What follows belongs to an exercise in optimizing a design on an open flow for small area, a short achievable clock period and few clock cycles per item; a production flow would make more cautious choices. RTL that was checked went through simulation tests only; none was proved equivalent to the original. Power is estimated from default activity; no workload was simulated.

== run C ==
Design mxq_block, start of the top module:
module mxq_block (
    input  wire         clk,
    input  wire         rst,         
    input  wire         in_valid,
    output wire         in_ready,
    input  wire [31:0]  in_data,     
    input  wire [2:0]   in_fmt,      
    input  wire         in_rmode,    
    output wire         out_valid,
    input  wire         out_ready,
    output wire [7:0]   out_scale,
    output wire [255:0] out_elems,
    output wire [5:0]   out_flush,
    output wire         out_nan
);
For scale: ~2100 cells after synthesis, ~30000 um^2 of cells after synthesis.
clock: 14.0 ns
lec_check: 0
cap_margin: 20
core_margin: 2
core_utilization: 40
slew_margin: 20
standard.sh (not shown) runs the stock make flow with config.mk's settings and CLKGATE_MAP_FILE= SYNTH_SCRIPT=/design/flow/synth_recipe.tcl, a recipe that flattens the netlist after the stock synthesis.
==> flow/flow/run.sh <==
#!/bin/bash
# Layout flow: the standard layout (standard synthesis, floorplan,
# placement, CTS, routing) with two changes:
#  * the input and output ports are buffered with sky130_fd_sc_hd__buf_2
#    instead of the delay buffer that buffer_ports picks by default (every
#    port still gets its own buffer);
#  * timing repair aims for more setup slack than the default, so that it
#    works on the paths that set the achieved period. The clock period and
#    the I/O constraints are the design's, unchanged;
#  * clock tree: larger sink clusters and no dummy loads.
set -euo pipefail
export BUFFER_PORTS_ARGS="-buffer_cell sky130_fd_sc_hd__buf_2"
export SETUP_SLACK_MARGIN=9.9
export CTS_ARGS="-sink_clustering_enable -repair_clock_nets -sink_clustering_size 24 -sink_clustering_max_diameter 100 -dont_use_dummy_load"
bash standard.sh "BUFFER_PORTS_ARGS=$BUFFER_PORTS_ARGS" "SETUP_SLACK_MARGIN=$SETUP_SLACK_MARGIN" "CTS_ARGS=$CTS_ARGS" finish > standard_flow.log 2>&1
test -f out/final.def
Both conditions hold for run C: the flow ran to the end and the final layout passed the timing, DRC and antenna checks.
Testbench counts of run C, summed over its fixed seeds: cycles 16,664, items 512.
Input changes introduced in run M (baseline for comparison: run C):
--- a/flow/design.v
+++ b/flow/design.v
@@ -183,18 +183,17 @@
     reg         s2_v;
     reg  [6:0]  s2_mag;
     reg         s2_g, s2_stk, s2_s, s2_zero, s2_sub;
     reg         s2_e0, s2_e1, s2_last;
     reg  [1:0]  s2_i;        
     reg         s2_shr;      
     reg         sh_q;        
     reg  [2:0]  k_fmt;
-    reg         k_rm, k_nanblk, k_nanout;
-    reg  [7:0]  k_sc;
+    reg         k_rm, k_nanblk;
     reg  [5:0]  k_fl;
     reg  [7:0]  xb;          
     reg         ov;
     reg  [255:8] oel;
     reg  [7:0]  xo;
     reg  [7:0]  osc;
     reg  [5:0]  ofl;
     reg         onan;
@@ -372,36 +371,36 @@
             s2_i    <= ci[1:0];
             s2_shr  <= is_shr;
             s2_last <= (ci == 5'd31);
         end
         if (iss && ci == 5'd0) begin
             k_fmt    <= c_fmt;
             k_rm     <= c_rm;
             k_nanblk <= c_nanblk;
-            k_nanout <= c_nanout;
-            k_sc     <= c_nanblk ? 8'hFF :
-                        c_zero   ? 8'h7F :
-                        c_big    ? (c_kb[7:0] + {3'd0, fmt_bias(c_fmt)}) : 8'd0;
+        end
+        if (iss && ci == 5'd31) begin
+            osc  <= c_nanblk ? 8'hFF :
+                    c_zero   ? 8'h7F :
+                    c_big    ? (c_kb[7:0] + {3'd0, fmt_bias(c_fmt)}) : 8'd0;
+            onan <= c_nanout;
         end
         if (iss && ci == 5'd0)
             k_fl <= 6'd0;
         else if (com)
             k_fl <= s2_flc;
         if (com)
             pk <= pk_n;
         if (com && pk_emit && pk_first)
             xb <= pk_byte;
         if (sh_q)
             oel <= oel_d;
         if (com && s2_last) begin
             xo   <= xb;
-            osc  <= k_sc;
             ofl  <= s2_flc;
-            onan <= k_nanout;
         end
     end
     assign in_ready  = ir;
     assign out_valid = ov;
     assign out_scale = osc;
     assign out_elems = {oel, xo};
     assign out_flush = ofl;
     assign out_nan   = onan;
[summary]
Comparing run M and run C, the lower total combinational power was measured on run C.
Run M ends up with a global routing met1 resource utilization that is 0.42 points lower than in run C.
Run M reports its highest metal layer with signal wires as met5 while run C reports met4.
On met2 wire length, run C tracks run M almost exactly.
On total inserted antenna cells: between run M and run C, it ends up higher for run C.
In the flow results for run M and run C, the final setup skew is larger on run C.
Run M ended up with a higher xor and xnor fraction of the mapped netlist area than run C did.
Function not checked in run M: the RTL went through the layout flow alone.

## separate check: timing with driven ports
Ports are ideal in the flow. The routed layouts listed here were re-timed in OpenROAD. Step 1 sets driving cells, clkbuf_16 on the clock port and buf_2 on the other inputs (assumed; they add their load-dependent delay and slew). Step 2 moves the port delays by t, midway between the first and last clock arrival at a register: inputs arrive t later, outputs are due t later. That takes back most of the time a late clock gives input paths. Three values: ideal, step 1, step 2; two values: the first two.
run	shift t [ns]	slack for setup (ns)	hold slack, ns	slew at the worst register clock pin (ns)	worst slew at a driven data input, ns
run C	0.625	9.944 / 9.885 / 9.443	0.290 / 0.290 / 0.290	0.09 / 0.09	0.08
run M	0.641	9.936 / 9.877 / 9.546	0.307 / 0.307 / 0.307	0.10 / 0.10	0.08
After both steps setup and hold are still met in every run listed. For run C, which loses most, drivers alone change the setup slack by -0.059 ns; drivers and shift together by -0.501 ns.
